Source: an optimization exercise on an open RTL-to-GDS flow (aim: small area, a short achievable clock period and few clock cycles). Production flows keep margins and buffers that such runs may drop.
In this exercise RTL edits were held to simulation tests only and were not proved equivalent to the original.

==> flow/design.v (outline; a module is shown in full before it is edited, if it fits) <==
// module tbcrc_unit: 965 lines
module tbcrc_unit (
    input  wire        clk,
    input  wire        rst,
    input  wire        in_valid,
    output wire        in_ready,
    input  wire        in_first,
    input  wire        in_last,
    input  wire        in_combine,
    input  wire [1:0]  in_poly,
    input  wire [2:0]  in_nbytes,
    input  wire [63:0] in_data,
    output reg         out_valid,
    output reg  [23:0] out_crc
);
  // ...
==> flow/flow/run.sh <==
#!/bin/bash
# Layout: the standard flow (standard.sh), unchanged except that the
# buffers it puts on every input and output port are buf_2 cells instead of
# the cell buffer_ports picks by itself (a slow clkdlybuf4s50_1).
# The full output of the flow goes to standard_flow.log; ORFS keeps each
# tool's own log under orfs/logs/.
set -euo pipefail
cd "$(dirname "$0")/.."
bash standard.sh 'BUFFER_PORTS_ARGS=-buffer_cell sky130_fd_sc_hd__buf_2' finish > standard_flow.log 2>&1
==> flow/standard.sh <==
#!/bin/bash
# synth_recipe.tcl (not shown) runs the flow's synth.tcl, then flattens the netlist and writes it again
# the make line also repeats each setting of config.mk as NAME=value (left out here)
make -C /OpenROAD-flow-scripts/flow DESIGN_CONFIG=/design/flow/config.mk WORK_HOME=/design/flow/orfs CLKGATE_MAP_FILE= SYNTH_SCRIPT=/design/flow/synth_recipe.tcl "${@:-finish}"
==> flow/config.mk <==
export PLATFORM = sky130hd
export DESIGN_NAME = tbcrc_unit
export DESIGN_NICKNAME = tbcrc_unit
export VERILOG_FILES = /design/flow/design.v
export SDC_FILE = /design/flow/constraint.sdc
export NUM_CORES = 4
export LEC_CHECK = 0
export CAP_MARGIN = 20
export CORE_MARGIN = 2
export CORE_UTILIZATION = 50
export PLACE_DENSITY = 0.65
export SLEW_MARGIN = 20
export SYNTH_MEMORY_MAX_BITS = 65536
==> flow/constraint.sdc <==
create_clock -name core_clock -period 44.0 [get_ports {clk}]
set_input_delay 8.8000 -clock core_clock [delete_from_list [all_inputs] [get_ports {clk}]]
set_output_delay 8.8000 -clock core_clock [all_outputs]
set_load 0.01 [all_outputs]
==> impl_metrics.py, run 1 <==
metrics = {
    "run_status": {
        "outcome": "complete, no violations",
    },
    "final_layout": {
        "layout_common_cells": "xnor2_1 (1,363), nand2_1 (636), nor2_1 (492)",
        "final-nonclk-buf-share_pct": 4.34,
        "regArea_um2": 7290,
        "seq_share_pct": 14.9,
        "fin_cells": 6743,
    },
    "setup_path": {
        "endpoint": "out_crc[5]",
        "critPathRequiredTime_ps": 35200,
    },
    "global_route": {
        "use_met2_pct": 67.7,
        "grt.total_usage_pct": 45.7,
        "grt.overflow.total": 0,
    },
    "cts": {
        "cts_setup_buffers": 0,
        "clock_path_buffers": 3,
    },
    "route": {
        "post_drt_wl_per_cell_um": 32.7,
        "drc": 0,
        "wl_met1_mm": 82.3,
        "vias": 45000,
    },
    "yosys": {
        "synth-simple-area-share_pct": 14.1,
        "ys_seq_area_share_pct": 16.1,
        "ys_ff_latch": 315,
    },
    "min_path": {
        "min_to": "c_u[11]",
    },
    "place": {
        "dp.cells": 6671,
    },
    "floorplanning": {
        "die_width_um": 305,
    },
    "timing": {
        "tightestPinTransition_ps": 1310,
    },
}
Testbench counts, summed over its fixed seeds: cycles 8,842.
==> inputs of run 2 (changes only) <==
--- a/flow/config.mk
+++ b/flow/config.mk
@@ -7,7 +7,7 @@
 export LEC_CHECK = 0
 export CAP_MARGIN = 20
 export CORE_MARGIN = 2
-export CORE_UTILIZATION = 50
-export PLACE_DENSITY = 0.65
+export CORE_UTILIZATION = 62
+export PLACE_DENSITY = 0.75
 export SLEW_MARGIN = 20
 export SYNTH_MEMORY_MAX_BITS = 65536
==> run 2 against run 1 <==
  * Global-route usage up 9.3 points
  * Register-to-register slack worse by 360 ps
  * Largest cell class unchanged
  * Non-clock buffer count down 27
  * Critical path depth unchanged
  * Highest routed layer unchanged
  * Routed wire length down 3.4%
  * Still clean
==> impl_metrics.py, run 2 <==
metrics = {
    "floorplanning": {
        "die_height_um": 275,
        "num_io_pins": 101,
        "die_width_um": 275,
        "rows": 99,
        "initial_utilization_pct": 62.4,
        "core_um2": 72700,
        "die_area_um2": 75400,
    },
    "yosys": {
        "synth-edff-count": 98,
        "ys_ff_latch": 315,
        "synth_commonest_cells": "xnor2_1 (1,371), nand2_1 (638), nor2_1 (498), xor2_1 (492), a21oi_1 (276)",
        "ys_seq_area_share_pct": 16.1,
        "synth_top_cell_area_share_pct": 26.5,
        "yosys.cell_types.count": 116,
        "synthArstFlopShare_pct": 0,
        "ys.flop_type": "dfxtp_1",
        "syn_area_um2": 45400,
        "synth.net_count": 5663,
        "synth_area_per_cell_um2": 8.17,
        "netlist_instances": 5553,
        "yosysTopAreaCell": "xnor2_1",
        "ys_warn_count": 1,
        "synth.most_common_cell": "xnor2_1",
        "yosys-top-cells-area": "xnor2_1 (26%), dfxtp_1 (9.6%), xor2_1 (9.5%)",
    },
    "cts": {
        "cts_resized": 0,
        "cts_root_buf": "clkbuf_16",
        "clkTransAtPathRegs_ps": 70,
        "tritoncts": "done",
        "clock_path_buffers": 3,
        "cts_htree_levels": 1,
        "numCtsBuffers": 31,
        "cts_setup_buffers": 0,
        "hold_buffers": 0,
        "clock_sinks": 315,
        "clkLatencyLatePin_ps": 630,
    },
    "setup_path": {
        "critPathKind": "flip-flop to primary output",
        "crit_fanout": 1,
        "critPathCaptureType": "primary output",
        "slowest_delay_ps": 340,
        "critical_path.slowest_cell": "dfxtp_1",
        "path_buf_inv": 1,
        "critPathRequiredTime_ps": 35200,
        "cp_cell_sequence": "buf_2",
        "start_kind": "flip-flop",
        "cp.arrival_ps": 1100,
        "path_delay_family": "flip-flops",
    },
    "route": {
        "drc": 0,
        "via_per_inst": 7.17,
        "vias": 46600,
        "ant_nets": 0,
        "totalWireLength_mm": 213,
        "post_drt_wl_per_cell_um": 32.8,
        "drt_iter0_markers": 10200,
        "dr.pass1.iters": 13,
    },
    "global_route": {
        "antenna_found_initial": 10,
        "grt.total_usage_pct": 55.0,
        "grt_pass1_wl_mm": 305,
        "grt.overflow.total": 0,
        "first_global_vias": 43200,
        "grt_max_degree": 70,
    },
    "timing": {
        "finalMaxSlewViolations": 0,
        "fmax_mhz": 101,
        "finalSetupTns_ps": 0,
        "min_period_ps": 9900,
        "hold_viol_final": 0,
        "tightestPinTransition_ps": 1340,
        "fin_crit_sh_pct": 22.5,
        "fin_skew_ps": 31.5,
        "max_slew_margin_pct": 9.42,
        "report.final.setup_viol": 0,
        "rsz0062_at_grt": "no",
    },
    "final_layout": {
        "fillerInstances": 5998,
        "utilization_pct": 66.4,
        "fin_nets": 5614,
        "drive_gt1_share_pct": 10.6,
        "synthToLayoutAreaGrowth_pct": 6.42,
        "final_common_cell": "xnor2_1",
        "largest-register": "r_d",
        "largest_reg_flops": 64,
        "layout_common_cells": "xnor2_1 (1,365), nand2_1 (636), nor2_1 (492)",
    },
    "place": {
        "dp.final_hpwl_mm": 153,
        "gp_congestion": 1.18,
        "numPortBuffers": 100,
    },
    "run_status": {
        "outcome": "complete, no violations",
    },
    "run": {
        "drv_cap": 0,
    },
    "min_path": {
        "hold_class": "flip-flop to flip-flop",
    },
}
## run 2: logic make-up after synthesis
kind of cell | share of synthesized area, %
AND/OR/NAND/NOR | 14.1
XOR/XNOR | 44.3
flip-flops | 16.1
AO/OA/AOI/OAI | 17.0
adder cells (fa/ha/maj) | 0.965
buffers and inverters | 3.72
multiplexers | 3.94
## run 2: stage by stage
stage / hold slack, ps / std cells / setup WS, ps / instance area, um^2
after global routing: 325 / 6488 / 34100 / 48300
after CTS: 317 / 6484 / 34110 / 48200
final: 316 / 6494 / 34100 / 48300
after detailed placement: 313 / 6426 / 34640 / 47100
after global placement: 310 / 6425 / 34690 / 47100
after floorplan: 310 / 5553 / 34800 / 45400
## run 2: path summary, 6_finish.rpt
kind                            slack (ps)  depth (start not counted)       start          to
worst max-delay path                 34100                          1  out_crc[6]  out_crc[6]
worst min-delay path                   320                          0     b_u[10]     c_u[10]
worst max register to register       34750                         17     b_sh[2]      c_p[8]
worst min register to register         320                          0     b_u[10]     c_u[10]
## run 2: final cells by class
cell class / instances / area, um^2 / area share (%)
multi-input combinational: 4833 / 36700 / 75.9
tap: 959 / 1200 / 2.48
antenna: 6 / 15.0 / 0.0311
inverter: 34 / 128 / 0.264
timing repair buffer: 289 / 1920 / 3.98
clock inverter: 23 / 241 / 0.500
clock buffer: 35 / 853 / 1.77
sequential: 315 / 7290 / 15.1
## run 2: metal layers
metal / vias up / global-route usage, % / share of wire (%)
li1: 18900 / - / -
met5: - / 0.501 / 0.027
met4: 10 / 39.6 / 10
met3: 1475 / 24.4 / 17
met1: 21500 / 66.1 / 34
met2: 4702 / 77.7 / 39
==> inputs of run 3 (changes only) <==
==> flow/config.mk (replaced) <==
export PLATFORM = sky130hd
export DESIGN_NAME = tbcrc_unit
export DESIGN_NICKNAME = tbcrc_unit
export VERILOG_FILES = /design/flow/design.v
export SDC_FILE = /design/flow/constraint.sdc
export NUM_CORES = 4
export LEC_CHECK = 0
export CAP_MARGIN = 5
export CORE_MARGIN = 2
export CORE_UTILIZATION = 50
export PLACE_DENSITY = 0.65
export SLEW_MARGIN = 5
export SYNTH_MEMORY_MAX_BITS = 65536
==> run 3 against run 2 <==
  * Hold slack got worse by 8.2 ps
  * Non-clock buffer count increased by 26
  * Critical path depth unchanged
  * Worst setup slack improved by 82 ps
  * Register-to-register slack improved by 340 ps
  * Sequential share of layout area decreased by 0.18 points
  * Critical endpoint is now out_crc[5]
==> impl_metrics.py, run 3 <==
metrics = {
    "run_status": {
        "outcome": "complete, no violations",
    },
    "route": {
        "vias": 44900,
        "post_drt_wl_per_cell_um": 32.8,
        "drt_iter0_markers": 7877,
        "ant_nets": 0,
        "dr.pass1.iters": 10,
        "drc": 0,
        "totalWireLength_mm": 221,
        "via_per_inst": 6.66,
    },
    "setup_path": {
        "endpoint": "out_crc[5]",
        "crit_start": "out_crc[5]",
        "rr_startpoint": "b_sh[2]",
        "rrSetupSlack_ps": 35090,
        "critPathCaptureType": "primary output",
        "start_kind": "flip-flop",
        "path_delay_family": "flip-flops",
        "cp.depth": 1,
        "critPathKind": "flip-flop to primary output",
        "slowest_delay_ps": 310,
        "path_buf_inv": 1,
        "critical_path.slowest_cell": "dfxtp_1",
        "r2r-end": "c_p[8]",
        "cp.arrival_ps": 1020,
        "cp_cell_sequence": "buf_2",
        "crit_fanout": 1,
        "critPathRequiredTime_ps": 35200,
        "worstRegToRegCells": 17,
    },
    "yosys": {
        "yosysTopAreaCell": "xnor2_1",
        "synth-edff-count": 98,
        "synthArstFlopShare_pct": 0,
        "ys.flop_type": "dfxtp_1",
        "syn_area_um2": 45400,
        "yosys.cell_types.count": 116,
        "netlist_instances": 5553,
        "synth.most_common_cell": "xnor2_1",
        "yosys-top-cells-area": "xnor2_1 (26%), dfxtp_1 (9.6%), xor2_1 (9.5%)",
        "synth_area_per_cell_um2": 8.17,
        "synth.net_count": 5663,
        "ys_seq_area_share_pct": 16.1,
        "ys_warn_count": 1,
        "synth_top_cell_area_share_pct": 26.5,
        "synth_commonest_cells": "xnor2_1 (1,371), nand2_1 (638), nor2_1 (498), xor2_1 (492), a21oi_1 (276)",
        "ys_ff_latch": 315,
    },
    "place": {
        "numPortBuffers": 100,
        "dp_slack_ps": 34680,
        "dp.final_hpwl_mm": 163,
        "gp_congestion": 1.11,
    },
    "cts": {
        "numCtsBuffers": 36,
        "cts_htree_levels": 2,
        "clock_sinks": 315,
        "clock_path_buffers": 3,
        "clkLatencyLatePin_ps": 600,
        "cts_root_buf": "clkbuf_16",
        "cts_resized": 0,
        "tritoncts": "done",
        "cts_setup_buffers": 0,
        "hold_buffers": 0,
        "clkTransAtPathRegs_ps": 100,
    },
    "final_layout": {
        "fin_nets": 5645,
        "fillerInstances": 8625,
        "regArea_um2": 7290,
        "largest-register": "r_d",
        "multiInputGateArea_um2": 36600,
        "synthToLayoutAreaGrowth_pct": 7.68,
        "layout_common_cells": "xnor2_1 (1,365), nand2_1 (636), nor2_1 (492)",
        "drive_gt1_share_pct": 10.9,
        "largest_reg_flops": 64,
        "final_common_cell": "xnor2_1",
    },
    "timing": {
        "finalSetupTns_ps": 0,
        "finalMaxSlewViolations": 0,
        "rsz0062_at_grt": "no",
        "max_slew_margin_pct": 8.84,
        "fin_ws_ps": 34180,
        "fin_crit_sh_pct": 22.3,
        "fmax_mhz": 102,
        "fin_skew_ps": 38.9,
        "report.final.setup_viol": 0,
        "hold_viol_final": 0,
        "tightestPinTransition_ps": 1360,
        "min_period_ps": 9820,
    },
    "global_route": {
        "grt.overflow.total": 0,
        "grt_pass1_wl_mm": 314,
        "grt.total_usage_pct": 45.9,
        "grt_max_degree": 67,
        "first_global_vias": 42100,
        "antenna_found_initial": 11,
    },
    "floorplanning": {
        "die_width_um": 305,
        "rows": 110,
        "num_io_pins": 101,
        "die_height_um": 305,
        "initial_utilization_pct": 50.4,
        "die_area_um2": 93200,
        "core_um2": 90000,
    },
    "min_path": {
        "whs_path_depth": 0,
        "hold_class": "flip-flop to flip-flop",
    },
    "run": {
        "drv_cap": 0,
    },
}
[run 3: cell counts after synthesis]
Identical to the previous run, type by type.
[run 3: kinds of logic (layout without fill, tap and decap cells)]
group	count (synthesis)	after routing	share of synthesized area (%)
adders and majority gates	35	35	0.965
xor gates and xnor gates	2040	2040	44.3
buffers and inverters	405	415	3.72
other	0	2	0
and+or+nand+nor	1493	1493	14.1
DFF	315	315	16.1
AOI/OAI and AO/OA	1137	1137	17.0
muxes	128	128	3.94
[run 3: how the worst min path moves through the flow]
stage	start	endpoint
2_1_floorplan	b_fin	c_fin
3_3_place_gp	b_u[17]	c_u[17]
3_5_place_dp	b_fin	c_fin
4_1_cts	b_u[4]	c_u[4]
5_1_grt	b_u[4]	c_u[4]
6_report	b_u[4]	c_u[4]
[run 3: layer usage]
layer	GRT usage, %	wire, um
met1	59.0	81800
met4	27.9	17900
met3	13.0	29700
met2	68.0	91500
met5	0	143
[run 3: stage by stage]
stage / hold WS [ps] / cells / cell area (um^2) / utilization [%]
floorplan: 310 / 5553 / 45400 / -
global placement: 311 / 6671 / 47600 / 52.9
detailed placement: 312 / 6671 / 47600 / 52.9
CTS: 306 / 6737 / 48900 / 54.3
global route: 326 / 6739 / 48900 / 54.3
finish: 308 / 6741 / 48900 / 54.3
[run 3: final cells by class]
type                            instances  share of cell area [%]
Sequential cell                       315                    14.9
Clock buffer                           42                    1.97
Timing Repair Buffer                  315                    4.33
Antenna cell                            2                  0.0102
Clock inverter                         24                   0.607
Tap cell                             1176                    3.01
Inverter                               34                   0.261
Multi-Input combinational cell       4833                    74.9

separate check: timing with driven ports:
How much do the figures lean on ideal ports? The routed layouts below were timed once more, with nothing changed but the port constraints. Step 1: set_driving_cell puts a clkbuf_16 on clk and a buf_2 on each other input, an assumption about the parent block. Step 2 also shifts input and output timing later by t, the mid clock arrival at the registers, as if the neighbouring blocks saw the same clock. a / b / c = no drivers / after step 1 / after step 2; a / b = the first two.
run | shift t [ns] | setup slack, ns | latest minus earliest clock arrival (ns)
run 1 | 0.637 | 34.180 / 34.117 / 34.671 | 0.039 / 0.039
run 2 | 0.682 | 34.100 / 34.034 / 34.646 | 0.036 / 0.036
run 3 | 0.645 | 34.182 / 34.118 / 34.662 | 0.040 / 0.040
After both steps setup and hold are still met in every run listed.
